From an optimization exercise on the open Yosys and OpenROAD flow, aimed at small area, a short achievable clock period and few clock cycles per item; shortcuts taken in it are not production practice. Only simulation tests tie the RTL to the original design; equivalence was not proved.

==> design/flow/design.v <==
module aes128_core (
    input  wire         clk,
    input  wire         rst,         
    input  wire         in_valid,
    output wire         in_ready,
    input  wire [127:0] key,
    input  wire [127:0] block_in,
    output reg          out_valid,
    output wire [127:0] block_out
);
    function automatic [7:0] sbox(input [7:0] x);
        reg U0,U1,U2,U3,U4,U5,U6,U7;
        reg T1,T2,T3,T4,T5,T6,T7,T8,T9,T10,T11,T12,T13,T14,T15,T16,T17,T18,T19,T20,T21,T22,T23,T24,T25,T26,T27,M1,M2,M3,M4,M5,M6,M7,M8,M9,M10,M11,M12,M13,M14,M15,M16,M17,M18,M19,M20,M21,M22,M23,M24,M25,M26,M27,M28,M29,M30,M31,M32,M33,M34,M35,M36,M37,M38,M39,M40,M41,M42,M43,M44,M45,M46,M47,M48,M49,M50,M51,M52,M53,M54,M55,M56,M57,M58,M59,M60,M61,M62,M63,L0,L1,L2,L3,L4,L5,L6,L7,L8,L9,L10,L11,L12,L13,L14,L15,L16,L17,L18,L19,L20,L21,L22,L23,L24,L25,L26,L27,L28,L29;
        begin
            {U0,U1,U2,U3,U4,U5,U6,U7} = x;
            T1 = U0 ^ U3;
            T2 = U0 ^ U5;
            T3 = U0 ^ U6;
            T4 = U3 ^ U5;
            T5 = U4 ^ U6;
            T6 = T1 ^ T5;
            T7 = U1 ^ U2;
            T8 = U7 ^ T6;
            T9 = U7 ^ T7;
            T10 = T6 ^ T7;
            T11 = U1 ^ U5;
            T12 = U2 ^ U5;
            T13 = T3 ^ T4;
            T14 = T6 ^ T11;
            T15 = T5 ^ T11;
            T16 = T5 ^ T12;
            T17 = T9 ^ T16;
            T18 = U3 ^ U7;
            T19 = T7 ^ T18;
            T20 = T1 ^ T19;
            T21 = U6 ^ U7;
            T22 = T7 ^ T21;
            T23 = T2 ^ T22;
            T24 = T2 ^ T10;
            T25 = T20 ^ T17;
            T26 = T3 ^ T16;
            T27 = T1 ^ T12;
            M1 = T13 & T6;
            M2 = T23 & T8;
            M3 = T14 ^ M1;
            M4 = T19 & U7;
            M5 = M4 ^ M1;
            M6 = T3 & T16;
            M7 = T22 & T9;
            M8 = T26 ^ M6;
            M9 = T20 & T17;
            M10 = M9 ^ M6;
            M11 = T1 & T15;
            M12 = T4 & T27;
            M13 = M12 ^ M11;
            M14 = T2 & T10;
            M15 = M14 ^ M11;
            M16 = M3 ^ M2;
            M17 = M5 ^ T24;
            M18 = M8 ^ M7;
            M19 = M10 ^ M15;
            M20 = M16 ^ M13;
            M21 = M17 ^ M15;
            M22 = M18 ^ M13;
            M23 = M19 ^ T25;
            M24 = M22 ^ M23;
            M25 = M22 & M20;
            M26 = M21 ^ M25;
            M27 = M20 ^ M21;
            M28 = M23 ^ M25;
            M29 = M28 & M27;
            M30 = M26 & M24;
            M31 = M20 & M23;
            M32 = M27 & M31;
            M33 = M27 ^ M25;
            M34 = M21 & M22;
            M35 = M24 & M34;
            M36 = M24 ^ M25;
            M37 = M21 ^ M29;
            M38 = M32 ^ M33;
            M39 = M23 ^ M30;
            M40 = M35 ^ M36;
            M41 = M38 ^ M40;
            M42 = M37 ^ M39;
            M43 = M37 ^ M38;
            M44 = M39 ^ M40;
            M45 = M42 ^ M41;
            M46 = M44 & T6;
            M47 = M40 & T8;
            M48 = M39 & U7;
            M49 = M43 & T16;
            M50 = M38 & T9;
            M51 = M37 & T17;
            M52 = M42 & T15;
            M53 = M45 & T27;
            M54 = M41 & T10;
            M55 = M44 & T13;
            M56 = M40 & T23;
            M57 = M39 & T19;
            M58 = M43 & T3;
            M59 = M38 & T22;
            M60 = M37 & T20;
            M61 = M42 & T1;
            M62 = M45 & T4;
            M63 = M41 & T2;
            L0 = M61 ^ M62;
            L1 = M50 ^ M56;
            L2 = M46 ^ M48;
            L3 = M47 ^ M55;
            L4 = M54 ^ M58;
            L5 = M49 ^ M61;
            L6 = M62 ^ L5;
            L7 = M46 ^ L3;
            L8 = M51 ^ M59;
            L9 = M52 ^ M53;
            L10 = M53 ^ L4;
            L11 = M60 ^ L2;
            L12 = M48 ^ M51;
            L13 = M50 ^ L0;
            L14 = M52 ^ M61;
            L15 = M55 ^ L1;
            L16 = M56 ^ L0;
            L17 = M57 ^ L1;
            L18 = M58 ^ L8;
            L19 = M63 ^ L4;
            L20 = L0 ^ L1;
            L21 = L1 ^ L7;
            L22 = L3 ^ L12;
            L23 = L18 ^ L2;
            L24 = L15 ^ L9;
            L25 = L6 ^ L10;
            L26 = L7 ^ L9;
            L27 = L8 ^ L10;
            L28 = L11 ^ L14;
            L29 = L11 ^ L17;
            sbox = {L6 ^ L24, ~(L16 ^ L26), ~(L19 ^ L28), L6 ^ L21, L20 ^ L22, L25 ^ L29, ~(L13 ^ L27), ~(L6 ^ L23)};
        end
    endfunction
    function automatic [7:0] xtime(input [7:0] b);
        xtime = {b[6:0], 1'b0} ^ (b[7] ? 8'h1b : 8'h00);
    endfunction
    function automatic [31:0] sub_word(input [31:0] w);
        sub_word = {sbox(w[31:24]), sbox(w[23:16]), sbox(w[15:8]), sbox(w[7:0])};
    endfunction
    function automatic [127:0] sub_bytes(input [127:0] s);
        sub_bytes = {sub_word(s[127:96]), sub_word(s[95:64]),
                     sub_word(s[63:32]),  sub_word(s[31:0])};
    endfunction
    function automatic [127:0] shift_rows(input [127:0] s);
        integer r, c;
        for (c = 0; c < 4; c = c + 1)
            for (r = 0; r < 4; r = r + 1)
                shift_rows[127 - 8*(4*c + r) -: 8] = s[127 - 8*(4*((c + r) % 4) + r) -: 8];
    endfunction
    function automatic [31:0] mix_column(input [31:0] col);
        reg [7:0] a0, a1, a2, a3;
        begin
            a0 = col[31:24]; a1 = col[23:16]; a2 = col[15:8]; a3 = col[7:0];
            mix_column = {xtime(a0) ^ xtime(a1) ^ a1 ^ a2 ^ a3,
                          a0 ^ xtime(a1) ^ xtime(a2) ^ a2 ^ a3,
                          a0 ^ a1 ^ xtime(a2) ^ xtime(a3) ^ a3,
                          xtime(a0) ^ a0 ^ a1 ^ a2 ^ xtime(a3)};
        end
    endfunction
    function automatic [127:0] mix_columns(input [127:0] s);
        mix_columns = {mix_column(s[127:96]), mix_column(s[95:64]),
                       mix_column(s[63:32]),  mix_column(s[31:0])};
    endfunction
    function automatic [7:0] rcon(input [3:0] round);
        case (round)
            4'd1:    rcon = 8'h01;
            4'd2:    rcon = 8'h02;
            4'd3:    rcon = 8'h04;
            4'd4:    rcon = 8'h08;
            4'd5:    rcon = 8'h10;
            4'd6:    rcon = 8'h20;
            4'd7:    rcon = 8'h40;
            4'd8:    rcon = 8'h80;
            4'd9:    rcon = 8'h1b;
            4'd10:   rcon = 8'h36;
            default: rcon = 8'h00;
        endcase
    endfunction
    function automatic [127:0] next_key(input [127:0] k, input [3:0] round);
        reg [31:0] w0, w1, w2, w3, t;
        begin
            t  = sub_word({k[23:0], k[31:24]}) ^ {rcon(round), 24'h000000};
            w0 = k[127:96] ^ t;
            w1 = k[95:64]  ^ w0;
            w2 = k[63:32]  ^ w1;
            w3 = k[31:0]   ^ w2;
            next_key = {w0, w1, w2, w3};
        end
    endfunction
    reg  [127:0] state;
    reg  [127:0] round_key;
    reg  [3:0]   round;       
    reg          busy;
    wire [127:0] rk_next   = next_key(round_key, round);
    wire [127:0] sr        = shift_rows(sub_bytes(state));
    wire [127:0] state_nxt = ((round == 4'd10) ? sr : mix_columns(sr)) ^ rk_next;
    assign in_ready  = !busy;
    assign block_out = state;
    always @(posedge clk) begin
        if (rst) begin
            busy      <= 1'b0;
            out_valid <= 1'b0;
            round     <= 4'd0;
        end else begin
            out_valid <= 1'b0;
            if (busy) begin
                state     <= state_nxt;
                round_key <= rk_next;
                round     <= round + 4'd1;
                if (round == 4'd10) begin
                    busy      <= 1'b0;
                    out_valid <= 1'b1;
                end
            end else if (in_valid) begin
                state     <= block_in ^ key;
                round_key <= key;
                round     <= 4'd1;
                busy      <= 1'b1;
            end
        end
    end
endmodule
==> design/flow/run.sh <==
#!/bin/bash
# synth_recipe.tcl (not shown) runs the flow's synth.tcl, then flattens the netlist and writes it again
# the make line also repeats each setting of config.mk as NAME=value (left out here)
make -C /OpenROAD-flow-scripts/flow DESIGN_CONFIG=/design/flow/config.mk WORK_HOME=/design/flow/orfs CLKGATE_MAP_FILE= SYNTH_SCRIPT=/design/flow/synth_recipe.tcl finish
==> design/flow/config.mk <==
export PLATFORM = sky130hd
export DESIGN_NAME = aes128_core
export DESIGN_NICKNAME = aes128_core
export VERILOG_FILES = /design/flow/design.v
export SDC_FILE = /design/flow/constraint.sdc
export NUM_CORES = 4
export LEC_CHECK = 0
export CAP_MARGIN = 20
export CORE_MARGIN = 2
export CORE_UTILIZATION = 20
export PLACE_DENSITY = 0.35
export SLEW_MARGIN = 20
==> design/flow/constraint.sdc <==
create_clock -name core_clock -period 10.0 [get_ports {clk}]
set_input_delay 2.0000 -clock core_clock [delete_from_list [all_inputs] [get_ports {clk}]]
set_output_delay 2.0000 -clock core_clock [all_outputs]
set_load 0.01 [all_outputs]
==> metrics.md, run 1 <==
| Metric | Value |
|---|---|
| Total die area | `304000 um^2` |
| RSZ-0062 raised after global routing | `false` |
| Warnings, synthesis | `1` |
| Cell variety after synth | `115` |
| Post-Syn Area per Cell | `~8.2 um^2` |
| R2R Path End | `state[9]` |
| Clock Latency Late Sink | `690 ps` |
| R2R depth | `19` |
| Worst min path class | `flop to flop` |
| Max Cap Viol | `0` |
| DP HPWL | `239 mm` |
| Synth Flop Type | `edfxtp_1` |
| Fmax | `0.119 GHz` |
| Core area | `approximately 300000 um^2` |
| Routed WL | `299 mm` |
| Final setup viols | `0` |
| Most frequent cell on the critical path | `xnor2_1` |
| Synth Register Bits | `270` |
| All-layer global routing usage | `18.8%` |
| Worst path cell trace | `xnor2_2, xnor2_1, xnor2_1, inv_1, ha_1, xor2_1, xnor3_1, xnor2_1, nor2_1, a211oi_1, xnor3_1, xor3_1, xnor2_1, buf_4, xnor2_1, xor2_1, xnor2_1, xor2_1, o21ai_0` |
| FILL cells | `32506` |
| Root Driver | `clkbuf_16` |
| Die height | `551 um` |
| DR DRC count | `0` |
| Fin Setup TNS | `0 ps` |
| Crit path launch type | `flop` |
| Post-synth top area share | `17.6%` |
| Area taken by multi-input logic gates | `between 40000 and 50000 um^2` |
| CP arrival | `8730 ps` |
| Port-buffer cells | `approximately 390` |
| Dpl cells | `11282` |
| Sequential fraction of the synthesis area | `around an eighth` |
| Reg2Reg Launch Point | `round_key[7]` |
| Hold_buf cts | `0` |
| Synth async-reset ratio | `0%` |
| HP Start | `round[0]` |
| Slew Limit Fails | `0` |
| Initial Utilization | `20.1%` |
| Largest net degree at the start of global routing | `153` |
| Synth Area in Adders | `1.24%` |
| Slowest stage delay, CP | `between 900 and 1000 ps` |
| Grt total ovfl | `0` |
| Final Critical Period | `between 8000 and 9000 ps` |
| Postcts setup bufs | `0` |
| Cell count after synthesis | `approximately 7300` |
| CP Class | `flop to flop` |
| Clock skew | `roughly 34 ps` |
| Global-route wire length before repair | `420 mm` |
| IO Pins | `389` |
| Crit path capture type | `flop` |
| Routed vias | `56812` |
| First DRT Iteration DRCs | `approximately 5200` |
| Hold Vio Cnt, Final | `0` |
| Worst hold path stage count | `1` |
| Clock sinks | `270` |
| Detailed-route wire length per cell | `26.3 um` |
| Placer Congestion | `0.932` |
| Worst Max-Slew Pin Slew | `1230 ps` |
| Layout cells sized above 1 | `7.31%` |
| Vias in the first global route | `54876` |
| CTS tree | `built` |
| Number of flops mapped to enable cells by yosys | `256` |
| WP data required | `10310 ps` |
| Reg2reg setup slack | `1580 ps` |
| Cts bufs inserted | `46` |
| CTS max path bufs | `3` |
| Post-Synth Simple-Gate Area | `15.3%` |
| # resized after CTS | `0` |
| Initial antenna violation count | `9` |
| Relative slew margins | `17.0%` |
| H-tree depth | `2` |
| Layout overhead on the synthesized area | `16.4%` |
| Initial DRT Pass Iterations | `6` |
| Status | `timing/DRC/antenna clean` |
| Synth Area in Compound Gates | `22.1%` |
| Synth area leaders | `xnor2_1 (18%), edfxtp_1 (13%), xnor3_1 (9.1%), xor2_1 (9.0%), a21oi_1 (4.4%)` |
| Die width | `551 um` |
| Hold path endpoint | `round[0]` |
| Period utilisation layout | `84.2%` |
| Vias per cell | `5.00` |
| Mux share of post-synthesis cell area | `3.00%` |
| Slowest-stage cell, CP | `o21ai_0` |
| Max FO, Critical Path | `11` |
| Synthesized area | `59900 um^2` |
| Final ANT Viol Nets | `0` |
| Syn Nets | `roughly 7600` |
| Main combinational cell family by area after synthesis | `XOR/XNOR gates` |
| Fin cells | `11371` |
| Reg clk slew, reported paths | `60 ps` |
| Yosys top cell by area | `xnor2_1` |
| Nets | `slightly below 8000` |
| Register area | `between 7000 and 8000 um^2` |
| XOR/XNOR Fraction of Synth Area | `40.8%` |
| Rows | `200` |
## routing by layer
layer	global-route usage [%]	up-vias	part of all wire, %
met5	0	-	0
met4	8.52	0	5.1
met3	1.85	304	4.8
met2	31.7	1907	47
met1	24.3	28013	43
li1	-	26588	-
## cell families (layout without fill, tap and decap cells)
kind of cell	count (synthesis)	count (layout)
xor gates and xnor gates	2216	2216
AOI/OAI and AO/OA	2002	2002
and+or+nand+nor	1962	1962
buffers and inverters	606	743
DFF	270	270
muxes	170	170
adders and majority gates	63	63
other	0	6
## cells in the final DEF (no fill, tap or decap), types with 93 or more instances in the layout
cell / instances
nand2_1: 553
clkdlybuf4s50_1: 388
edfxtp_1: 256
xnor3_1: 242
inv_1: 93
a21oi_1: 522
o22ai_1: 118
xor2_1: 605
a211oi_1: 103
o21ai_0: 395
nand3_1: 214
o211ai_1: 110
xnor2_1: 1191
nor2_1: 580
nor3_1: 185
mux2i_1: 103
buf_4: 175
## synth_stat cells (all sizes together) (20+ instances only)
library cell,n
a2111oi,26
a211o,31
a211oi,115
a21boi,24
a21o,28
a21oi,526
a221oi,48
a22oi,52
a31oi,74
a32oi,24
and2,59
and3,43
buf,229
clkbuf,282
edfxtp,256
ha,46
inv,94
mux2,66
mux2i,103
nand2,555
nand2b,28
nand3,215
nand4,48
nor2,591
nor2b,49
nor3,191
nor4,57
o2111ai,26
o211ai,110
o21a,31
o21ai,450
o221ai,60
o22ai,119
o311ai,26
o31ai,28
o32ai,25
or2,20
or3,49
xnor2,1274
xnor3,245
xor2,638
xor3,59
## worst max-delay path, delay by kind of cell, from the launching register on
family / cells / cell delay (ps)
AND/OR/NAND/NOR: 1 / 160
flip-flops: 1 / 610
XOR/XNOR: 13 / 4940
adder cells (fa/ha/maj): 1 / 320
AO/OA/AOI/OAI: 2 / 1680
buffers and inverters: 2 / 320
## worst max path at each step
stage,start,end,slack [ps],cells after the start
finish,round_key[7],state[9],1580,19
global route,state[95],state[73],1040,19
detailed placement,state[71],state[33],1590,19
global placement,round_key[31],state[33],1300,17
CTS,state[79],state[9],1590,22
floorplan,rst,round_key[0],650,2
## state kept, by name (all words and copies together) (netlist names), named ones only
signal / count
round: 4
state: 128
out_valid: 1
round_key: 128
busy: 1
## area by class of cell
type,instances,share of cell area (%)
clock buffer,56,1.78
timing repair buffer,567,7.58
clock inverter,25,0.481
multi-input combinational,6413,71.1
tap,3939,7.07
inverter,95,0.522
antenna,6,0.0215
sequential,270,11.4
## through the flow
step           hold slack (ps)  setup WS, ps  util [%]  instance area, um^2
2_1_floorplan              519           650         -                59900
3_3_place_gp               554          1300      22.9                68000
3_5_place_dp               559          1590      22.9                68100
4_1_cts                    573          1590      23.4                69700
5_1_grt                    617          1040      23.4                69700
6_report                   590          1580      23.4                69700
Testbench counts, summed over its fixed seeds: cycles 35,208, blocks 3,200.
==> run 2: changes to the inputs <==
--- a/design/flow/design.v
+++ b/design/flow/design.v
@@ -166,62 +166,51 @@
         mix_columns = {mix_column(s[127:96]), mix_column(s[95:64]),
                        mix_column(s[63:32]),  mix_column(s[31:0])};
     endfunction
-    function automatic [7:0] rcon(input [3:0] round);
-        case (round)
-            4'd1:    rcon = 8'h01;
-            4'd2:    rcon = 8'h02;
-            4'd3:    rcon = 8'h04;
-            4'd4:    rcon = 8'h08;
-            4'd5:    rcon = 8'h10;
-            4'd6:    rcon = 8'h20;
-            4'd7:    rcon = 8'h40;
-            4'd8:    rcon = 8'h80;
-            4'd9:    rcon = 8'h1b;
-            4'd10:   rcon = 8'h36;
-            default: rcon = 8'h00;
-        endcase
-    endfunction
-    function automatic [127:0] next_key(input [127:0] k, input [3:0] round);
-        reg [31:0] w0, w1, w2, w3, t;
-        begin
-            t  = sub_word({k[23:0], k[31:24]}) ^ {rcon(round), 24'h000000};
-            w0 = k[127:96] ^ t;
-            w1 = k[95:64]  ^ w0;
-            w2 = k[63:32]  ^ w1;
-            w3 = k[31:0]   ^ w2;
-            next_key = {w0, w1, w2, w3};
-        end
-    endfunction
-    reg  [127:0] state;
-    reg  [127:0] round_key;
-    reg  [3:0]   round;       
-    reg          busy;
-    wire [127:0] rk_next   = next_key(round_key, round);
-    wire [127:0] sr        = shift_rows(sub_bytes(state));
-    wire [127:0] state_nxt = ((round == 4'd10) ? sr : mix_columns(sr)) ^ rk_next;
-    assign in_ready  = !busy;
-    assign block_out = state;
+    reg  [127:0] s1;
+    reg  [127:0] k1;
+    reg  [7:0]   rc1;
+    reg          v1;          
+    reg  [127:0] s2;
+    reg  [127:0] k2;
+    reg  [31:0]  t2;
+    reg  [7:0]   rc2;
+    reg          v2;
+    reg  [127:0] res;
+    reg          rdy;
+    wire [31:0]  w0 = k2[127:96] ^ t2 ^ {rc2, 24'h000000};
+    wire [31:0]  w1 = k2[95:64]  ^ w0;
+    wire [31:0]  w2 = k2[63:32]  ^ w1;
+    wire [31:0]  w3 = k2[31:0]   ^ w2;
+    wire [127:0] rk = {w0, w1, w2, w3};
+    wire         last = (rc2 == 8'h36);
+    wire         free = !v2 || last;
+    assign in_ready  = rdy;
+    assign block_out = res;
     always @(posedge clk) begin
+        s2  <= shift_rows(sub_bytes(s1));
+        k2  <= k1;
+        t2  <= sub_word({k1[23:0], k1[31:24]});
+        rc2 <= rc1;
+        if (free) begin
+            s1  <= block_in ^ key;
+            k1  <= key;
+            rc1 <= 8'h01;
+        end else begin
+            s1  <= mix_columns(s2) ^ rk;
+            k1  <= rk;
+            rc1 <= xtime(rc2);
+        end
+        res <= s2 ^ rk;
         if (rst) begin
-            busy      <= 1'b0;
+            v1        <= 1'b0;
+            v2        <= 1'b0;
             out_valid <= 1'b0;
-            round     <= 4'd0;
+            rdy       <= 1'b1;
         end else begin
-            out_valid <= 1'b0;
-            if (busy) begin
-                state     <= state_nxt;
-                round_key <= rk_next;
-                round     <= round + 4'd1;
-                if (round == 4'd10) begin
-                    busy      <= 1'b0;
-                    out_valid <= 1'b1;
-                end
-            end else if (in_valid) begin
-                state     <= block_in ^ key;
-                round_key <= key;
-                round     <= 4'd1;
-                busy      <= 1'b1;
-            end
+            v2        <= v1;
+            v1        <= free ? in_valid : 1'b1;
+            out_valid <= v2 && last;
+            rdy       <= !v1 || (rc1 == 8'h36);
         end
     end
 endmodule
--- a/design/flow/config.mk
+++ b/design/flow/config.mk
@@ -5,8 +5,9 @@
 export SDC_FILE = /design/flow/constraint.sdc
 export NUM_CORES = 4
 export LEC_CHECK = 0
+export ABC_AREA = 1
 export CAP_MARGIN = 20
 export CORE_MARGIN = 2
-export CORE_UTILIZATION = 20
-export PLACE_DENSITY = 0.35
+export CORE_UTILIZATION = 45
+export PLACE_DENSITY = 0.6
 export SLEW_MARGIN = 20
==> run 2 against run 1 <==
Compared with the run above:
- still clean
- routed wire length decreased by 22%
- register-to-register slack improved by 4300 ps
- die area decreased by 54%
- clock skew increased by 15 ps
- hold slack got worse by 290 ps
- via count increased by 14%
- fmax increased by 100%
- critical path type unchanged
- largest cell class unchanged
==> metrics.md, run 2 <==
| Metric | Value |
|---|---|
| Yosys top cell by area | `nand2_1` |
| Layout overhead on the synthesized area | `13.3%` |
| Fmax | `0.240 GHz (+100%)` |
| Max layer used | `met5` |
| Worst hold path stage count | `0 (-1)` |
| Final ANT Viol Nets | `0 (unchanged)` |
| Most frequent cells in the layout | `nand2_1 (5055), nand3_1 (973), xor2_1 (738)` |
| Placer Congestion | `0.972 (+4.3%)` |
| Global-route wire length before repair | `348 mm (-17%)` |
| Synthesized area | `61800 um^2 (+3.1%)` |
| Vias per cell | `5.13 (+2.7%)` |
| Synth Register Bits | `692 (+160%)` |
| First DRT Iteration DRCs | `5087 (-2.3%)` |
| Relative slew margins | `25.6% (+8.6 points)` |
| Initial Utilization | `45.5% (+25 points)` |
| CTS max path bufs | `3 (unchanged)` |
| Nets | `11045 (+43%)` |
| DR DRC count | `0 (unchanged)` |
| Worst Max-Slew Pin Slew | `1110 ps (-119 ps)` |
| Final setup viols | `0 (unchanged)` |
| Detailed-route wire length per cell | `18.5 um (-30%)` |
| Vias in the first global route | `58882 (+7.3%)` |
| Die height | `375 um (-32%)` |
| Synth area leaders | `nand2_1 (31%), dfxtp_1 (22%), xor2_1 (10%), nand3_1 (7.9%), xnor2_1 (7.3%)` |
| Cts bufs inserted | `82 (+78%)` |
| Most frequent cells after synthesis | `nand2_1 (5056), nand3_1 (973), xor2_1 (738)` |
| Routed vias | `64634 (+14%)` |
| Most frequent cell after synthesis | `nand2_1` |
| Clock skew | `48.5 ps (+14.8 ps)` |
| Sequential fraction of the synthesis area | `22.4% (+9.1 points)` |
| Commonest non-fill, non-tap cell in the layout | `nand2_1` |
| Wl on met1 | `107 mm (-17%)` |
| Syn Nets | `10743 (+41%)` |
| Routed WL | `233 mm (-22%)` |
| Total die area | `140000 um^2 (-54%)` |
| Final Util | `51.6% (+28 points)` |
| R2R depth | `25 (+6)` |
| Routed wl met2 | `104 mm (-26%)` |
| Clock sinks | `692 (+160%)` |
| Post-Syn Area per Cell | `5.92 um^2 (-28%)` |
| Synth Flop Type | `dfxtp_1` |
| Final Critical Period | `4160 ps (-4260 ps)` |
| Reg2reg setup slack | `5840 ps (+4260 ps)` |
| Crit path launch type | `flop` |
| Initial DRT Pass Iterations | `8 (+2)` |
| IO Pins | `389 (unchanged)` |
| Slew Limit Fails | `0 (unchanged)` |
| Hold Vio Cnt, Final | `0 (unchanged)` |
| Area after DPL | `67100 um^2 (-1.5%)` |
| Core area | `136000 um^2 (-54%)` |
| Final instance area | `70000 um^2 (+0.42%)` |
| Grt total ovfl | `0 (unchanged)` |
| Cell variety after synth | `54 (-53%)` |
| Crit path capture type | `flop` |
| Metal3 WL | `13.1 mm (-8.1%)` |
| CP Class | `flop to flop` |
| Root Driver | `clkbuf_16` |
| Number of flops mapped to enable cells by yosys | `0 (-100%)` |
| Layout cells sized above 1 | `7.91% (+0.60 points)` |
| Postcts setup bufs | `0 (unchanged)` |
| Port-buffer cells | `388 (unchanged)` |
| Fin Setup TNS | `0 ps (unchanged)` |
| Status | `timing/DRC/antenna clean` |
| FILL cells | `13989 (-57%)` |
| Max FO, Critical Path | `10 (-1)` |
| All-layer global routing usage | `32.2% (+13 points)` |
| Period utilisation layout | `41.6% (-43 points)` |
| DP HPWL | `196 mm (-18%)` |
| Hold_buf cts | `0 (unchanged)` |
| Synth async-reset ratio | `0% (unchanged)` |
| Post-synth top area share | `30.7% (+13 points)` |
| Max Cap Viol | `0 (unchanged)` |
| WP data required | `10600 ps (+290 ps)` |
| H-tree depth | `3 (+1)` |
| Warnings, synthesis | `1 (unchanged)` |
| Reg clk slew, reported paths | `70 ps (about the same)` |
| Rows | `135 (-33%)` |
| RSZ-0062 raised after global routing | `false` |
| Die width | `375 um (-32%)` |
| Clock Latency Late Sink | `730 ps (+40 ps)` |
| Initial antenna violation count | `13 (+4)` |
| CP arrival | `4760 ps (-3970 ps)` |
| Worst min path class | `flop to flop` |
| Largest net degree at the start of global routing | `115 (-25%)` |
| Cell count after synthesis | `10444 (+43%)` |
| CTS tree | `built` |
| # resized after CTS | `0 (unchanged)` |
==> run 2: cell count changes after synthesis, sizes merged, moves of 245 or more <==
cell    previous run  this run
nand2            555      5376
nand3            215      1022
inv               94       859
xnor2           1274       536
dfxtp             14       692
a21oi            526        21
edfxtp           256         0
xnor3            245         0
==> run 2: per-layer routing <==
metal	GRT usage, %	up-vias
met5	0	-
met2	52.3	1848
met1	43.5	29631
met4	11.9	8
met3	4.14	342
li1	-	32805
==> run 2: worst max-delay path, stage by stage (launching register included) <==
cell     delay, ps
dfxtp_1        590
inv_1          260
nand2_1        140
nand2_1        160
xor2_1         260
inv_1           70
ha_1           310
xnor2_1        190
xor2_1         220
inv_1           60
nand2_1         50
nand2_1        120
inv_1          200
nand2_1         90
nand2_1        110
nand3_2        120
nand2_1         90
nand2_1        120
nand2_1        110
nand3_1        160
nand2_1        170
nand2_2        110
nand2_1         80
nand2_1         80
nand3_1         90
nand2_1         60
==> run 2: through the flow <==
| stage | instances | hold slack, ps | setup WS, ps |
|---|---|---|---|
| 5_1_grt | 12596 | 312 | 5460 |
| 4_1_cts | 12596 | 300 | 5910 |
| 3_5_place_dp | 12443 | 312 | 5980 |
| 2_1_floorplan | 10444 | 310 | 6840 |
| 3_3_place_gp | 12443 | 310 | 5950 |
| 6_report | 12602 | 303 | 5840 |
==> run 2: final cells by class <==
cell class | instances | area (um^2) | area share, %
Sequential cell | 692 | 13900 | 19.8
Multi-Input combinational cell | 8704 | 43800 | 62.5
Tap cell | 1781 | 2230 | 3.18
Clock buffer | 103 | 2260 | 3.23
Antenna cell | 6 | 15.0 | 0.0214
Clock inverter | 50 | 656 | 0.936
Inverter | 863 | 3260 | 4.66
Timing Repair Buffer | 403 | 4000 | 5.71
==> run 2: logic make-up after synthesis <==
family / synth area share [%]
XOR/XNOR: 19.1
flip-flops: 22.4
buffers and inverters: 6.76
AND/OR/NAND/NOR: 47.9
multiplexers: 0.0547
AO/OA/AOI/OAI: 2.92
adder cells (fa/ha/maj): 0.810
==> run 2: path summary, 6_finish.rpt <==
check | startpoint | end
worst max register to register | s1[72] | s2[9]
worst min-delay path | k1[53] | k2[53]
worst min register to register | k1[53] | k2[53]
worst max-delay path | s1[72] | s2[9]
Testbench counts of run 2, summed over its fixed seeds: cycles 32,024, blocks 3,200.
==> run 3: changes to the inputs <==
--- a/design/flow/design.v
+++ b/design/flow/design.v
@@ -8,9 +8,9 @@
     output reg          out_valid,
     output wire [127:0] block_out
 );
-    function automatic [7:0] sbox(input [7:0] x);
+    function automatic [17:0] sbox_nl(input [7:0] x);
         reg U0,U1,U2,U3,U4,U5,U6,U7;
-        reg T1,T2,T3,T4,T5,T6,T7,T8,T9,T10,T11,T12,T13,T14,T15,T16,T17,T18,T19,T20,T21,T22,T23,T24,T25,T26,T27,M1,M2,M3,M4,M5,M6,M7,M8,M9,M10,M11,M12,M13,M14,M15,M16,M17,M18,M19,M20,M21,M22,M23,M24,M25,M26,M27,M28,M29,M30,M31,M32,M33,M34,M35,M36,M37,M38,M39,M40,M41,M42,M43,M44,M45,M46,M47,M48,M49,M50,M51,M52,M53,M54,M55,M56,M57,M58,M59,M60,M61,M62,M63,L0,L1,L2,L3,L4,L5,L6,L7,L8,L9,L10,L11,L12,L13,L14,L15,L16,L17,L18,L19,L20,L21,L22,L23,L24,L25,L26,L27,L28,L29;
+        reg T1,T2,T3,T4,T5,T6,T7,T8,T9,T10,T11,T12,T13,T14,T15,T16,T17,T18,T19,T20,T21,T22,T23,T24,T25,T26,T27,M1,M2,M3,M4,M5,M6,M7,M8,M9,M10,M11,M12,M13,M14,M15,M16,M17,M18,M19,M20,M21,M22,M23,M24,M25,M26,M27,M28,M29,M30,M31,M32,M33,M34,M35,M36,M37,M38,M39,M40,M41,M42,M43,M44,M45,M46,M47,M48,M49,M50,M51,M52,M53,M54,M55,M56,M57,M58,M59,M60,M61,M62,M63;
         begin
             {U0,U1,U2,U3,U4,U5,U6,U7} = x;
             T1 = U0 ^ U3;
@@ -103,6 +103,14 @@
             M61 = M42 & T1;
             M62 = M45 & T4;
             M63 = M41 & T2;
+            sbox_nl = {M46, M47, M48, M49, M50, M51, M52, M53, M54, M55, M56, M57, M58, M59, M60, M61, M62, M63};
+        end
+    endfunction
+    function automatic [7:0] sbox_lin(input [17:0] m);
+        reg M46,M47,M48,M49,M50,M51,M52,M53,M54,M55,M56,M57,M58,M59,M60,M61,M62,M63;
+        reg L0,L1,L2,L3,L4,L5,L6,L7,L8,L9,L10,L11,L12,L13,L14,L15,L16,L17,L18,L19,L20,L21,L22,L23,L24,L25,L26,L27,L28,L29;
+        begin
+            {M46, M47, M48, M49, M50, M51, M52, M53, M54, M55, M56, M57, M58, M59, M60, M61, M62, M63} = m;
             L0 = M61 ^ M62;
             L1 = M50 ^ M56;
             L2 = M46 ^ M48;
@@ -133,24 +141,11 @@
             L27 = L8 ^ L10;
             L28 = L11 ^ L14;
             L29 = L11 ^ L17;
-            sbox = {L6 ^ L24, ~(L16 ^ L26), ~(L19 ^ L28), L6 ^ L21, L20 ^ L22, L25 ^ L29, ~(L13 ^ L27), ~(L6 ^ L23)};
+            sbox_lin = {L6 ^ L24, ~(L16 ^ L26), ~(L19 ^ L28), L6 ^ L21, L20 ^ L22, L25 ^ L29, ~(L13 ^ L27), ~(L6 ^ L23)};
         end
     endfunction
     function automatic [7:0] xtime(input [7:0] b);
         xtime = {b[6:0], 1'b0} ^ (b[7] ? 8'h1b : 8'h00);
-    endfunction
-    function automatic [31:0] sub_word(input [31:0] w);
-        sub_word = {sbox(w[31:24]), sbox(w[23:16]), sbox(w[15:8]), sbox(w[7:0])};
-    endfunction
-    function automatic [127:0] sub_bytes(input [127:0] s);
-        sub_bytes = {sub_word(s[127:96]), sub_word(s[95:64]),
-                     sub_word(s[63:32]),  sub_word(s[31:0])};
-    endfunction
-    function automatic [127:0] shift_rows(input [127:0] s);
-        integer r, c;
-        for (c = 0; c < 4; c = c + 1)
-            for (r = 0; r < 4; r = r + 1)
-                shift_rows[127 - 8*(4*c + r) -: 8] = s[127 - 8*(4*((c + r) % 4) + r) -: 8];
     endfunction
     function automatic [31:0] mix_column(input [31:0] col);
         reg [7:0] a0, a1, a2, a3;
@@ -166,18 +161,45 @@
         mix_columns = {mix_column(s[127:96]), mix_column(s[95:64]),
                        mix_column(s[63:32]),  mix_column(s[31:0])};
     endfunction
+    function automatic [127:0] shift_rows(input [127:0] s);
+        integer r, c;
+        for (c = 0; c < 4; c = c + 1)
+            for (r = 0; r < 4; r = r + 1)
+                shift_rows[127 - 8*(4*c + r) -: 8] = s[127 - 8*(4*((c + r) % 4) + r) -: 8];
+    endfunction
+    function automatic [287:0] nl_state(input [127:0] s);
+        integer i;
+        for (i = 0; i < 16; i = i + 1)
+            nl_state[287 - 18*i -: 18] = sbox_nl(s[127 - 8*i -: 8]);
+    endfunction
+    function automatic [71:0] nl_word(input [31:0] w);
+        integer i;
+        for (i = 0; i < 4; i = i + 1)
+            nl_word[71 - 18*i -: 18] = sbox_nl(w[31 - 8*i -: 8]);
+    endfunction
+    function automatic [127:0] lin_state(input [287:0] m);
+        integer i;
+        for (i = 0; i < 16; i = i + 1)
+            lin_state[127 - 8*i -: 8] = sbox_lin(m[287 - 18*i -: 18]);
+    endfunction
+    function automatic [31:0] lin_word(input [71:0] m);
+        integer i;
+        for (i = 0; i < 4; i = i + 1)
+            lin_word[31 - 8*i -: 8] = sbox_lin(m[71 - 18*i -: 18]);
+    endfunction
     reg  [127:0] s1;
     reg  [127:0] k1;
     reg  [7:0]   rc1;
     reg          v1;          
-    reg  [127:0] s2;
+    reg  [287:0] m2;
+    reg  [71:0]  t2;
     reg  [127:0] k2;
-    reg  [31:0]  t2;
     reg  [7:0]   rc2;
     reg          v2;
     reg  [127:0] res;
     reg          rdy;
-    wire [31:0]  w0 = k2[127:96] ^ t2 ^ {rc2, 24'h000000};
+    wire [127:0] sb = lin_state(m2);
+    wire [31:0]  w0 = k2[127:96] ^ lin_word(t2) ^ {rc2, 24'h000000};
     wire [31:0]  w1 = k2[95:64]  ^ w0;
     wire [31:0]  w2 = k2[63:32]  ^ w1;
     wire [31:0]  w3 = k2[31:0]   ^ w2;
@@ -187,20 +209,20 @@
     assign in_ready  = rdy;
     assign block_out = res;
     always @(posedge clk) begin
-        s2  <= shift_rows(sub_bytes(s1));
+        m2  <= nl_state(shift_rows(s1));
+        t2  <= nl_word({k1[23:0], k1[31:24]});
         k2  <= k1;
-        t2  <= sub_word({k1[23:0], k1[31:24]});
         rc2 <= rc1;
         if (free) begin
             s1  <= block_in ^ key;
             k1  <= key;
             rc1 <= 8'h01;
         end else begin
-            s1  <= mix_columns(s2) ^ rk;
+            s1  <= mix_columns(sb) ^ rk;
             k1  <= rk;
             rc1 <= xtime(rc2);
         end
-        res <= s2 ^ rk;
+        res <= sb ^ rk;
         if (rst) begin
             v1        <= 1'b0;
             v2        <= 1'b0;
==> run 3 against run 2 <==
Compared with the run above:
- routed wire length shrank 3.4%
- hold slack gained 20 ps
- area after synthesis shrank 3.3%
- final area shrank 1.3%
- die area shrank 3.2%
- largest cell class unchanged
- highest routed layer unchanged
==> metrics.md, run 3 <==
| Metric | Value |
|---|---|
| Routed WL | `225 mm (-3.4%)` |
| Worst min path class | `flop to flop` |
| CP Class | `flop to flop` |
| Synth Register Bits | `892 (+29%)` |
| Initial Utilization | `45.4% (-0.095 points)` |
| Cell count after synthesis | `9144 (-12%)` |
| Clock skew | `58.3 ps (+9.86 ps)` |
| Vias in the first global route | `52534 (-11%)` |
| Vias per cell | `4.97 (-3.0%)` |
| Largest net degree at the start of global routing | `165 (+43%)` |
| Post-synth top area share | `29.9% (-0.84 points)` |
| Syn Nets | `9443 (-12%)` |
| Post-route setup slack | `6060 ps (+222 ps)` |
| Cts bufs inserted | `103 (+26%)` |
| Layout overhead on the synthesized area | `15.6%` |
| Rows | `133 (-1.5%)` |
| Most frequent cells in the layout | `nand2_1 (3666), xor2_1 (1048), inv_1 (984)` |
| Status | `timing/DRC/antenna clean` |
| Global-route wire length before repair | `330 mm (-5.3%)` |
| Nets | `9811 (-11%)` |
| Largest Register | `m2` |
| CTS tree | `built` |
| Crit path capture type | `flop` |
| Synth async-reset ratio | `0% (unchanged)` |
| Core area | `132000 um^2 (-3.1%)` |
| CP arrival | `4500 ps (-260 ps)` |
| Slew Limit Fails | `0 (unchanged)` |
| Worst Max-Slew Pin Slew | `1230 ps (+115 ps)` |
| IO Pins | `389 (unchanged)` |
| Clock sinks | `892 (+29%)` |
| Number of flops mapped to enable cells by yosys | `0 (unchanged)` |
| Sequential fraction of the synthesis area | `29.9% (+7.5 points)` |
| Fin cells | `11354 (-9.9%)` |
| RSZ-0062 raised after global routing | `false` |
| Crit path launch type | `flop` |
| DR DRC count | `0 (unchanged)` |
| Commonest non-fill, non-tap cell in the layout | `nand2_1` |
| Final setup viols | `0 (unchanged)` |
| Die height | `368 um (-1.6%)` |
| Worst hold path stage count | `0 (unchanged)` |
| Max FFs per register | `288` |
| All-layer global routing usage | `32.4% (+0.23 points)` |
| Hold Vio Cnt, Final | `0 (unchanged)` |
| Max FO, Critical Path | `5 (-5)` |
| H-tree depth | `3 (unchanged)` |
| Detailed-route wire length per cell | `19.8 um (+7.2%)` |
| Fmax | `0.254 GHz (+5.6%)` |
| Initial antenna violation count | `8 (-5)` |
| Relative slew margins | `17.9% (-7.7 points)` |
| Max Cap Viol | `0 (unchanged)` |
| R2R depth | `17 (-32%)` |
| CTS max path bufs | `3 (unchanged)` |
| Layout cells sized above 1 | `2.80% (-5.1 points)` |
| Most frequent cells after synthesis | `nand2_1 (3667), xor2_1 (1049), inv_1 (984)` |
| Total die area | `136000 um^2 (-3.2%)` |
| Dpl cells | `11162 (-10%)` |
| Placer Congestion | `1.02 (+5.4%)` |
| Warnings, synthesis | `1 (unchanged)` |
| Hold_buf cts | `0 (unchanged)` |
| Root Driver | `clkbuf_16` |
| Met2 Use GR | `51.5% (-0.82 points)` |
| Busiest layer in global routing | `met2` |
| Dpl ws | `6150 ps (+172 ps)` |
| Initial DRT Pass Iterations | `7 (-1)` |
| Port-buffer cells | `388 (unchanged)` |
| Cell variety after synth | `40 (-26%)` |
| DP HPWL | `189 mm (-4.0%)` |
| Most frequent cell after synthesis | `nand2_1` |
| Fin Setup TNS | `0 ps (unchanged)` |
| WP data required | `10560 ps (-40 ps)` |
| # resized after CTS | `0 (unchanged)` |
| Yosys top cell by area | `dfxtp_1` |
| Routed vias | `56470 (-13%)` |
| Die width | `368 um (-1.6%)` |
| GR Util met1 | `43.6% (+0.11 points)` |
| Period utilisation layout | `39.4% (-2.2 points)` |
| First DRT Iteration DRCs | `4990 (-1.9%)` |
| Met3 Usage GRT | `4.85% (+0.71 points)` |
| Synthesized area | `59800 um^2 (-3.3%)` |
| Reg clk slew, reported paths | `60 ps (about the same)` |
| Post-Syn Area per Cell | `6.54 um^2 (+10%)` |
| Hold Slack | `323 ps (+20.0 ps)` |
| Final Critical Period | `3940 ps (-222 ps)` |
| Grt total ovfl | `0 (unchanged)` |
| Synth area leaders | `dfxtp_1 (30%), nand2_1 (23%), xor2_1 (15%), xnor2_1 (9.4%), inv_1 (6.2%)` |
| Synth Flop Type | `dfxtp_1` |
| Clock Latency Late Sink | `770 ps (+40 ps)` |
| Postcts setup bufs | `0 (unchanged)` |
| Final ANT Viol Nets | `0 (unchanged)` |
-- run 3: cell type report --
type	count	area, um^2
Tap cell	1755	2200
Sequential cell	892	17900
Clock inverter	60	823
Antenna cell	4	10.0
Timing Repair Buffer	412	4080
Fill cell	13200	62500
Multi-Input combinational cell	7118	37600
Inverter	985	3700
Clock buffer	128	2850
-- run 3: through the flow --
| step | cell area [um^2] | utilization [%] |
|---|---|---|
| 3_5_place_dp | 65400 | 49.7 |
| 5_1_grt | 69100 | 52.5 |
| 6_report | 69100 | 52.5 |
| 3_3_place_gp | 65400 | 49.7 |
| 2_1_floorplan | 59800 | - |
| 4_1_cts | 69100 | 52.5 |
-- run 3: logic make-up after synthesis --
| logic type | after synthesis | synth area share [%] |
|---|---|---|
| AOI/OAI and AO/OA | 294 | 2.56 |
| xor gates and xnor gates | 1713 | 25.5 |
| adders and majority gates | 40 | 0.837 |
| buffers and inverters | 1134 | 7.30 |
| DFF | 892 | 29.9 |
| and+or+nand+nor | 5071 | 34.0 |
-- run 3: final timing paths --
kind / slack [ps] / startpoint / end
setup reg to reg: 6060 / t2[56] / s1[26]
hold reg to reg: 320 / k1[65] / k2[65]
setup / recovery: 6060 / t2[56] / s1[26]
hold / removal: 320 / k1[65] / k2[65]
-- run 3: worst max-delay path, cell delays in order (launching register included) --
cell and delay, ps:
dfxtp_1 380, inv_1 70, nand2_1 60, nand2_1 100
xor2_1 360, xnor2_1 160, nand2_1 90, nand2_1 70
nand2_1 60, nand2_1 440, nand2_1 220, nand2_1 190
nand2_1 70, nand2_1 350, inv_1 230, nand2_1 130
nand3_1 120, a21oi_1 620
-- run 3: per-layer routing --
layer | part of all wire, % | vias up
met2 | 44 | 1914
met4 | 4.7 | 6
met3 | 7.0 | 346
met1 | 45 | 25746
met5 | 0.018 | -
li1 | - | 28458
Testbench counts of run 3, summed over its fixed seeds: cycles 32,024, blocks 3,200.
==> run 4: changes to the inputs <==
--- a/design/flow/config.mk
+++ b/design/flow/config.mk
@@ -6,8 +6,8 @@
 export NUM_CORES = 4
 export LEC_CHECK = 0
 export ABC_AREA = 1
-export CAP_MARGIN = 20
+export CAP_MARGIN = 50
 export CORE_MARGIN = 2
-export CORE_UTILIZATION = 45
-export PLACE_DENSITY = 0.6
-export SLEW_MARGIN = 20
+export CORE_UTILIZATION = 55
+export PLACE_DENSITY = 0.7
+export SLEW_MARGIN = 70
==> run 4 against run 3 <==
Compared with the run above:
- still clean on timing, DRC and antenna
- synthesized cell count did not move
- area after synthesis unchanged
- die area fell by 18%
- critical path depth shrank 16
- worst setup slack better by 190 ps
- clock-buffer cell count is 6 higher
- clock skew fell by 29 ps
- core utilization is 15 points higher
- final area increased by 4.4%
- hold slack got worse by 5.0 ps
- sequential share of layout area is 1.0 points lower
- critical path type is now flop to output port
- largest cell class unchanged
==> metrics.md, run 4 <==
| Metric | Value |
|---|---|
| Status | `timing/DRC/antenna clean` |
| RSZ-0062 raised after global routing | `false` |
| R2R depth | `12 (-5)` |
| H-tree depth | `3 (unchanged)` |
| Clock sinks | `892 (unchanged)` |
| CP Class | `flop to output port` |
| Largest net degree at the start of global routing | `72 (-56%)` |
| DP HPWL | `187 mm (-0.85%)` |
| Routed WL | `225 mm (-0.11%)` |
| Max FFs per register | `288 (unchanged)` |
| Period utilisation layout | `37.5% (-1.9 points)` |
| Layout cells sized above 1 | `6.98% (+4.2 points)` |
| Critical Path Stages | `1 (-16)` |
| Routed vias | `58514 (+3.6%)` |
| Number of flops mapped to enable cells by yosys | `0 (unchanged)` |
| WP data required | `8000 ps (-2560 ps)` |
| Final Critical Period | `3750 ps (-192 ps)` |
| Worst Max-Slew Pin Slew | `520 ps (-708 ps)` |
| Post-route setup slack | `6250 ps (+192 ps)` |
| Crit path launch type | `flop` |
| Hold Vio Cnt, Final | `0 (unchanged)` |
| Commonest non-fill, non-tap cell in the layout | `nand2_1` |
| Rows | `120 (-9.8%)` |
| HP Start | `k1[125]` |
| Postcts setup bufs | `0 (unchanged)` |
| DR DRC count | `0 (unchanged)` |
| Most frequent cells in the layout | `nand2_1 (3639), inv_1 (984), xor2_1 (879)` |
| Nets | `9845 (+0.35%)` |
| FILL cells | `9347 (-29%)` |
| All-layer global routing usage | `39.1% (+6.7 points)` |
| Vias in the first global route | `54089 (+3.0%)` |
| CP arrival | `1750 ps (-2750 ps)` |
| Synthesized area | `59800 um^2 (unchanged)` |
| Die height | `334 um (-9.4%)` |
| CTS max path bufs | `3 (unchanged)` |
| Worst min path class | `flop to flop` |
| Vias per cell | `5.30 (+6.6%)` |
| Max FO, Critical Path | `1 (-4)` |
| Crit-path leading delay family | `buffers and inverters` |
| WP buf/inv | `1 (-1)` |
| Clock skew | `29.2 ps (-29.1 ps)` |
| Detailed-route wire length per cell | `20.4 um (+2.8%)` |
| Crit path capture type | `output port` |
| Synth area leaders | `dfxtp_1 (30%), nand2_1 (23%), xor2_1 (15%), xnor2_1 (9.4%), inv_1 (6.2%)` |
| First DRT Iteration DRCs | `5747 (+15%)` |
| Slowest stage delay, CP | `600 ps (-20 ps)` |
| Relative slew margins | `65.0% (+47 points)` |
| Initial DRT Pass Iterations | `8 (+1)` |
| Crit path from | `res[14]` |
| Synth async-reset ratio | `0% (unchanged)` |
| # resized after CTS | `0 (unchanged)` |
| Warnings, synthesis | `1 (unchanged)` |
| Most frequent cells after synthesis | `nand2_1 (3667), xor2_1 (1049), inv_1 (984)` |
| CTS tree | `built` |
| Core area | `107000 um^2 (-18%)` |
| Cell variety after synth | `40 (unchanged)` |
| Die width | `334 um (-9.4%)` |
| Fin Setup TNS | `0 ps (unchanged)` |
| Hold_buf cts | `0 (unchanged)` |
| Cell count after synthesis | `9144 (unchanged)` |
| Post-synth top area share | `29.9% (unchanged)` |
| Sequential fraction of the synthesis area | `29.9% (unchanged)` |
| Reg clk slew, reported paths | `70 ps (about the same)` |
| Syn Nets | `9443 (unchanged)` |
| Largest Register | `m2` |
| Grt total ovfl | `0 (unchanged)` |
| Post-Syn Area per Cell | `6.54 um^2 (unchanged)` |
| Final ANT Viol Nets | `0 (unchanged)` |
| Initial antenna violation count | `16 (+8)` |
| Synth Register Bits | `892 (unchanged)` |
| Layout overhead on the synthesized area | `20.6%` |
| Slowest-stage cell, CP | `clkdlybuf4s50_1` |
| IO Pins | `389 (unchanged)` |
| Synth Flop Type | `dfxtp_1` |
| Max Cap Viol | `0 (unchanged)` |
| Final setup viols | `0 (unchanged)` |
| Port-buffer cells | `388 (unchanged)` |
| Root Driver | `clkbuf_16` |
| Cts bufs inserted | `95 (-7.8%)` |
| Worst hold path stage count | `0 (unchanged)` |
| Most frequent cell after synthesis | `nand2_1` |
| Total die area | `111000 um^2 (-18%)` |
| Yosys top cell by area | `dfxtp_1` |
| Initial Utilization | `55.7% (+10 points)` |
| Global-route wire length before repair | `327 mm (-0.68%)` |
| Reg2Reg Launch Point | `t2[64]` |
| Dpl ws | `6460 ps (+316 ps)` |
| Slew Limit Fails | `0 (unchanged)` |
| Placer Congestion | `1.07 (+4.0%)` |
| Worst path cell trace | `clkdlybuf4s50_1` |
| Fmax | `0.267 GHz (+5.1%)` |
| Clock Latency Late Sink | `700 ps (-70 ps)` |
[run 4: final cells by class]
class | instances | area [um^2] | area share (%)
Tap cell | 1403 | 1760 | 2.43
Clock inverter | 41 | 598 | 0.829
Inverter | 985 | 3700 | 5.14
Antenna cell | 6 | 15.0 | 0.0208
Timing Repair Buffer | 454 | 4490 | 6.22
Sequential cell | 892 | 17900 | 24.8
Multi-Input combinational cell | 7118 | 40800 | 56.6
Clock buffer | 134 | 2810 | 3.89
[run 4: routing by layer]
| metal | GRT usage, % | vias to the layer above | part of all wire (%) |
|---|---|---|---|
| met2 | 61.3 | 2692 | 43 |
| li1 | - | 28387 | - |
| met3 | 7.31 | 588 | 9.4 |
| met4 | 23.9 | 14 | 7.1 |
| met1 | 49.9 | 26833 | 40 |
| met5 | 0 | - | 0.038 |
[run 4: worst paths after layout]
| kind | end | slack (ps) |
|---|---|---|
| worst max-delay path | block_out[14] | 6250 |
| worst min register to register | k2[125] | 320 |
| worst max register to register | res[31] | 6350 |
| worst min-delay path | k2[125] | 320 |
[run 4: cell families after synthesis]
kind of cell,count (synthesis),share of synthesized area (%)
XOR/XNOR,1713,25.5
flip-flops,892,29.9
buffers and inverters,1134,7.30
AO/OA/AOI/OAI,294,2.56
AND/OR/NAND/NOR,5071,34.0
adder cells (fa/ha/maj),40,0.837
[run 4: per-stage QoR]
step	util (%)	hold WS, ps	cells	area, um^2
6_report	67.2	318	11033	72100
5_1_grt	67.2	329	11028	72100
4_1_cts	66.2	321	11022	71100
3_5_place_dp	63.0	312	10847	67700
3_3_place_gp	60.5	310	10811	64900
2_1_floorplan	-	310	9144	59800
==> run 5: changes to the inputs <==
==> design/flow/flow/run.sh (new file) <==
#!/bin/bash
# Layout flow: the standard flow (standard.sh), with the input and output
# port buffers made of sky130_fd_sc_hd__buf_4 cells rather than the
# smallest buffer that buffer_ports picks by default. Every port still gets
# its buffer; everything else is as in the standard flow.
set -euo pipefail
export BUFFER_PORTS_ARGS="-buffer_cell sky130_fd_sc_hd__buf_4"
bash standard.sh > standard_flow.log 2>&1
==> design/flow/standard.sh (new file) <==
#!/bin/bash
# synth_recipe.tcl (not shown) runs the flow's synth.tcl, then flattens the netlist and writes it again
# the make line also repeats each setting of config.mk as NAME=value (left out here)
make -C /OpenROAD-flow-scripts/flow DESIGN_CONFIG=/design/flow/config.mk WORK_HOME=/design/flow/orfs CLKGATE_MAP_FILE= SYNTH_SCRIPT=/design/flow/synth_recipe.tcl "${@:-finish}"
--- a/design/flow/config.mk
+++ b/design/flow/config.mk
@@ -6,8 +6,8 @@
 export NUM_CORES = 4
 export LEC_CHECK = 0
 export ABC_AREA = 1
-export CAP_MARGIN = 50
+export CAP_MARGIN = 20
 export CORE_MARGIN = 2
-export CORE_UTILIZATION = 55
-export PLACE_DENSITY = 0.7
-export SLEW_MARGIN = 70
+export CORE_UTILIZATION = 45
+export PLACE_DENSITY = 0.6
+export SLEW_MARGIN = 20
removed: design/flow/run.sh
==> run 5 against run 4 <==
Compared with the run above:
- area after synthesis unchanged
- critical path type is now flop to flop
- hold slack improved by 1.4 ps
- core utilization decreased by 16 points
- largest cell class unchanged
- still clean
- via count decreased by 3.2%
==> metrics.md, run 5 <==
| Metric | Value |
|---|---|
| Synthesized area | `59800 um^2 (unchanged)` |
| Max FFs per register | `288 (unchanged)` |
| # resized after CTS | `0 (unchanged)` |
| Most frequent cell after synthesis | `nand2_1` |
| Most frequent cells in the layout | `nand2_1 (3666), xor2_1 (1048), inv_1 (984)` |
| Clock sinks | `892 (unchanged)` |
| Die height | `368 um (+10%)` |
| Crit path capture type | `flop` |
| Initial DRT Pass Iterations | `8 (unchanged)` |
| Detailed-route wire length per cell | `19.9 um (-2.2%)` |
| Hold Vio Cnt, Final | `0 (unchanged)` |
| Status | `timing/DRC/antenna clean` |
| Synth area leaders | `dfxtp_1 (30%), nand2_1 (23%), xor2_1 (15%), xnor2_1 (9.4%), inv_1 (6.2%)` |
| Area taken by multi-input logic gates | `37600 um^2 (-8.0%)` |
| DP HPWL | `191 mm (+2.1%)` |
| Core area | `132000 um^2 (+23%)` |
| Vias per cell | `4.99 (-5.9%)` |
| Max FO, Critical Path | `4 (+3)` |
| Vias in the first global route | `52229 (-3.4%)` |
| Nets | `9805 (-0.41%)` |
| Synth async-reset ratio | `0% (unchanged)` |
| Cts bufs inserted | `101 (+6.3%)` |
| Syn Nets | `9443 (unchanged)` |
| Number of flops mapped to enable cells by yosys | `0 (unchanged)` |
| Final Critical Period | `4170 ps (+425 ps)` |
| Hold_buf cts | `0 (unchanged)` |
| Cell count after synthesis | `9144 (unchanged)` |
| Post-Syn Area per Cell | `6.54 um^2 (unchanged)` |
| GR Util met1 | `43.7% (-6.1 points)` |
| Grt total ovfl | `0 (unchanged)` |
| Post-synth top area share | `29.9% (unchanged)` |
| All-layer global routing usage | `32.5% (-6.6 points)` |
| CTS max path bufs | `3 (unchanged)` |
| Fin Setup TNS | `0 ps (unchanged)` |
| Root Driver | `clkbuf_16` |
| IO Pins | `389 (unchanged)` |
| Max Cap Viol | `0 (unchanged)` |
| Final setup viols | `0 (unchanged)` |
| Sequential fraction of the synthesis area | `29.9% (unchanged)` |
| Commonest non-fill, non-tap cell in the layout | `nand2_1` |
| Busiest layer in global routing | `met2` |
| Period utilisation layout | `41.7% (+4.3 points)` |
| Postcts setup bufs | `0 (unchanged)` |
| Worst min path class | `flop to flop` |
| Final ANT Viol Nets | `0 (unchanged)` |
| Clock Latency Late Sink | `740 ps (+40 ps)` |
| Routed WL | `226 mm (+0.58%)` |
| Initial antenna violation count | `13 (-3)` |
| Layout overhead on the synthesized area | `13.5%` |
| DR DRC count | `0 (unchanged)` |
| CP Class | `flop to flop` |
| Crit path launch type | `flop` |
| FILL cells | `13312 (+42%)` |
| Fmax | `0.240 GHz (-10%)` |
| First DRT Iteration DRCs | `5255 (-8.6%)` |
| Warnings, synthesis | `1 (unchanged)` |
| Global-route wire length before repair | `329 mm (+0.48%)` |
| Synth Flop Type | `dfxtp_1` |
| Rows | `133 (+11%)` |
| Port-buffer cells | `388 (unchanged)` |
| Yosys top cell by area | `dfxtp_1` |
| WP data required | `10530 ps (+2530 ps)` |
| CTS tree | `built` |
| Register area | `17900 um^2 (-0.24%)` |
| Total die area | `136000 um^2 (+22%)` |
| Layout cells sized above 1 | `6.64% (-0.34 points)` |
| RSZ-0062 raised after global routing | `false` |
| Die width | `368 um (+10%)` |
| Final Util | `51.6% (-16 points)` |
| Largest Register | `m2` |
| Placer Congestion | `1.01 (-5.6%)` |
| Most frequent cells after synthesis | `nand2_1 (3667), xor2_1 (1049), inv_1 (984)` |
| Met2 Use GR | `51.3% (-10 points)` |
| Slew Limit Fails | `0 (unchanged)` |
| H-tree depth | `3 (unchanged)` |
| Largest net degree at the start of global routing | `165 (+130%)` |
| Worst Max-Slew Pin Slew | `1150 ps (+633 ps)` |
| CP arrival | `4700 ps (+2950 ps)` |
| Initial Utilization | `45.4% (-10 points)` |
| Met3 Usage GRT | `5.41% (-1.9 points)` |
| Relative slew margins | `22.6% (-42 points)` |
| Reg clk slew, reported paths | `70 ps (about the same)` |
| Hold Slack | `319 ps (+1.37 ps)` |
| Cell variety after synth | `40 (unchanged)` |
| Synth Register Bits | `892 (unchanged)` |
| Clock skew | `48.2 ps (+19.0 ps)` |
| Routed vias | `56640 (-3.2%)` |
## run 5: cells by family (layout without fill, tap and decap cells)
| group | after synthesis | after routing | share of synthesized area, % |
|---|---|---|---|
| and+or+nand+nor | 5071 | 5071 | 34.0 |
| DFF | 892 | 892 | 29.9 |
| other | 0 | 9 | 0 |
| buffers and inverters | 1134 | 1577 | 7.30 |
| adders and majority gates | 40 | 40 | 0.837 |
| AOI/OAI and AO/OA | 294 | 294 | 2.56 |
| xor gates and xnor gates | 1713 | 1713 | 25.5 |
## run 5: path summary, 6_finish.rpt
kind,startpoint,end,slack [ps],depth (start not counted)
max reg2reg,t2[56],s1[26],5830,17
min,k1[80],k2[80],320,0
min reg2reg,k1[80],k2[80],320,0
max,t2[56],s1[26],5830,17
## run 5: critical path, cell delays in order, from the launching register on
cell and delay, ps:
dfxtp_1 390, inv_1 70, nand2_1 60, nand2_1 140
xor2_1 390, xnor2_1 170, nand2_1 90, nand2_1 70
nand2_1 60, nand2_1 450, nand2_1 200, nand2_1 180
nand2_1 70, nand2_1 360, inv_1 270, nand2_1 140
nand3_1 100, a21oi_1 750
## run 5: routing by layer
layer | wire, um | part of all wire, % | vias to the layer above
met5 | 60 | 0.027 | -
met4 | 10700 | 4.7 | 10
met3 | 17300 | 7.7 | 374
met2 | 98700 | 44 | 2011
met1 | 99600 | 44 | 25792
li1 | - | - | 28453
## run 5: stage by stage
| step | setup slack, ps | cells | cell area, um^2 |
|---|---|---|---|
| 2_1_floorplan | 6880 | 9144 | 59800 |
| 6_report | 5830 | 11351 | 67900 |
| 4_1_cts | 5910 | 11342 | 67800 |
| 3_5_place_dp | 5950 | 11158 | 64400 |
| 5_1_grt | 5670 | 11347 | 67900 |
| 3_3_place_gp | 5910 | 11158 | 64400 |
## run 5: layout make-up
type	instances	area share [%]
Inverter	985	5.46
Timing Repair Buffer	408	4.53
Sequential cell	892	26.3
Tap cell	1755	3.24
Clock inverter	39	0.710
Clock buffer	145	4.35
Antenna cell	9	0.0332
Multi-Input combinational cell	7118	55.4
==> run 6: changes to the inputs <==
==> design/flow/flow/run.sh (replaced) <==
#!/bin/bash
# Layout flow: the standard flow (standard.sh) with two changes.
# - The input and output port buffers are sky130_fd_sc_hd__buf_2 cells rather
#   than the delay buffer that buffer_ports picks by default. Every port still
#   gets its own buffer.
# - Timing repair aims for a setup slack of at least 6.4 ns at the design's
#   10 ns clock, so that the resizer speeds up the critical paths; the clock
#   and the constraints are the design's, unchanged.
set -euo pipefail
export BUFFER_PORTS_ARGS="-buffer_cell sky130_fd_sc_hd__buf_2"
export SETUP_SLACK_MARGIN=6.4
bash standard.sh > standard_flow.log 2>&1
==> run 6 against run 5 <==
Compared with the run above:
- largest cell class unchanged
- clock-buffer cell count fell by 30
- flip-flop and latch count stayed put
- critical endpoint unchanged
- still clean
==> metrics.md, run 6 <==
| Metric | Value |
|---|---|
| Synth Register Bits | `892 (unchanged)` |
| Cell variety after synth | `40 (unchanged)` |
| Global-route wire length before repair | `323 mm (-1.9%)` |
| Vias per cell | `5.01 (+0.37%)` |
| Hold Slack | `325 ps (+6.05 ps)` |
| Syn Nets | `9443 (unchanged)` |
| Reg2reg setup slack | `6470 ps (+640 ps)` |
| Most frequent cells after synthesis | `nand2_1 (3667), xor2_1 (1049), inv_1 (984)` |
| Detailed-route wire length per cell | `19.6 um (-1.7%)` |
| Die width | `368 um (unchanged)` |
| Total die area | `136000 um^2 (unchanged)` |
| Max layer used | `met5` |
| Status | `timing/DRC/antenna clean` |
| Hold Vio Cnt, Final | `0 (unchanged)` |
| DP HPWL | `187 mm (-2.3%)` |
| Synthesized area | `59800 um^2 (unchanged)` |
| XOR/XNOR Fraction of Synth Area | `25.5% (unchanged)` |
| Number of flops mapped to enable cells by yosys | `0 (unchanged)` |
| Largest Register | `m2` |
| Relative slew margins | `25.5% (+3.0 points)` |
| Final ANT Viol Nets | `0 (unchanged)` |
| Dpl cells | `11159 (+0.0090%)` |
| Initial Utilization | `45.4% (unchanged)` |
| Reg clk slew, reported paths | `70 ps (about the same)` |
| Initial DRT Pass Iterations | `8 (unchanged)` |
| FILL cells | `13289 (-0.17%)` |
| All-layer global routing usage | `31.8% (-0.69 points)` |
| Synth Area in Adders | `0.837% (unchanged)` |
| Worst Max-Slew Pin Slew | `1110 ps (-44.1 ps)` |
| WP data required | `10560 ps (+30 ps)` |
| Nets | `9818 (+0.13%)` |
| IO Pins | `389 (unchanged)` |
| Max FO, Critical Path | `5 (+1)` |
| Slew Limit Fails | `0 (unchanged)` |
| Main combinational cell family by area after synthesis | `simple AND/OR/NAND/NOR gates` |
| First DRT Iteration DRCs | `5132 (-2.3%)` |
| Fin Setup TNS | `0 ps (unchanged)` |
| Synth Flop Type | `dfxtp_1` |
| Synth async-reset ratio | `0% (unchanged)` |
| Clock sinks | `892 (unchanged)` |
| Initial antenna violation count | `11 (-2)` |
| Largest net degree at the start of global routing | `162 (-1.8%)` |
run 6: cell counts after synthesis:
Identical to the previous run, type by type.
run 6: layer usage:
metal / vias to the layer above / GRT usage, %
li1: 28450 / -
met1: 25959 / 43.3
met2: 2126 / 50.5
met3: 369 / 3.97
met4: 10 / 13.3
met5: - / 0
run 6: timing repair:
action                                  4_1_cts  5_1_grt
hold buffers                                  0        0
pin swaps                                     2        9
buffers inserted                              1       11
resized for setup                            20      182
endpoints found under the setup margin       21      207
run 6: logic make-up (layout without fill, tap and decap cells):
kind of cell             count (synthesis)  count (layout)
flip-flops                             892             892
other                                    0               5
AO/OA/AOI/OAI                          294             294
XOR/XNOR                              1713            1713
AND/OR/NAND/NOR                       5071            5071
buffers and inverters                 1134            1594
adder cells (fa/ha/maj)                 40              40
run 6: stage by stage:
stage	utilization, %	setup WS [ps]	cell area (um^2)
after floorplan	-	6880	59800
after global placement	48.2	5920	63400
after detailed placement	48.2	5960	63400
after CTS	51.0	6320	67100
after global routing	51.5	6370	67800
final	51.5	6470	67800
run 6: worst paths after layout:
| kind | startpoint | to | cells after the start |
|---|---|---|---|
| setup / recovery | m2[20] | s1[26] | 14 |
| hold / removal | k1[96] | k2[96] | 0 |
| setup reg to reg | m2[20] | s1[26] | 14 |
| hold reg to reg | k1[96] | k2[96] | 0 |
run 6: layout make-up:
type                    count  area, um^2  area share (%)
clock buffers             115        2650            3.91
flip-flops and latches    892       18000            26.5
diodes                      5        12.5          0.0185
inverters                 985        3710            5.48
clock inverters            73         870            1.28
well taps                1755        2200            3.24
multi-input cells        7118       38200            56.3
repair buffers            421        2210            3.27
run 6: worst max-delay path: stages, from the launching register on:
cell	delay [ps]
dfxtp_1	380
nor2_1	80
nor2_1	450
nand2_1	100
nand2_1	250
xor2_1	220
xor2_1	670
inv_1	140
nand2_1	110
nand2_1	110
inv_1	70
nand2_1	50
nand2_1	200
a21oi_1	130
a21oi_2	420

==> afterwards: timing with drivers on the ports <==
The flow's constraints put no driver on any port. The routed layouts listed below were extracted and timed again, unchanged, in two steps.
Step 1 (the two cells are an assumption about what drives the block):
set clk [get_ports {clk}]
set_driving_cell -lib_cell sky130_fd_sc_hd__clkbuf_16 $clk
set_driving_cell -lib_cell sky130_fd_sc_hd__buf_2 [delete_from_list [all_inputs] $clk]
Step 2 times the ports against the registers' clock, not the clock port: input delays grow and output delays shrink by t, the midpoint of the rising clock arrivals with the driver on.
Slacks: ideal ports / drivers / drivers and shift; pairs: ideal ports / drivers.
run	t, ns	slack for setup (ns)	worst data-port slew with drivers (ns)	cell pins on the clock port's net
run 1	0.758	1.579 / 1.579 / 1.579	0.11	1
run 2	0.784	5.840 / 5.840 / 5.840	0.16	1
run 3	0.828	6.062 / 6.062 / 6.062	0.15	1
run 4	0.771	6.254 / 6.172 / 6.349	0.12	1
run 5	0.794	5.829 / 5.829 / 5.829	0.09	1
run 6	0.795	6.473 / 6.473 / 6.473	0.07	1
After both steps every run listed still meets setup and hold.
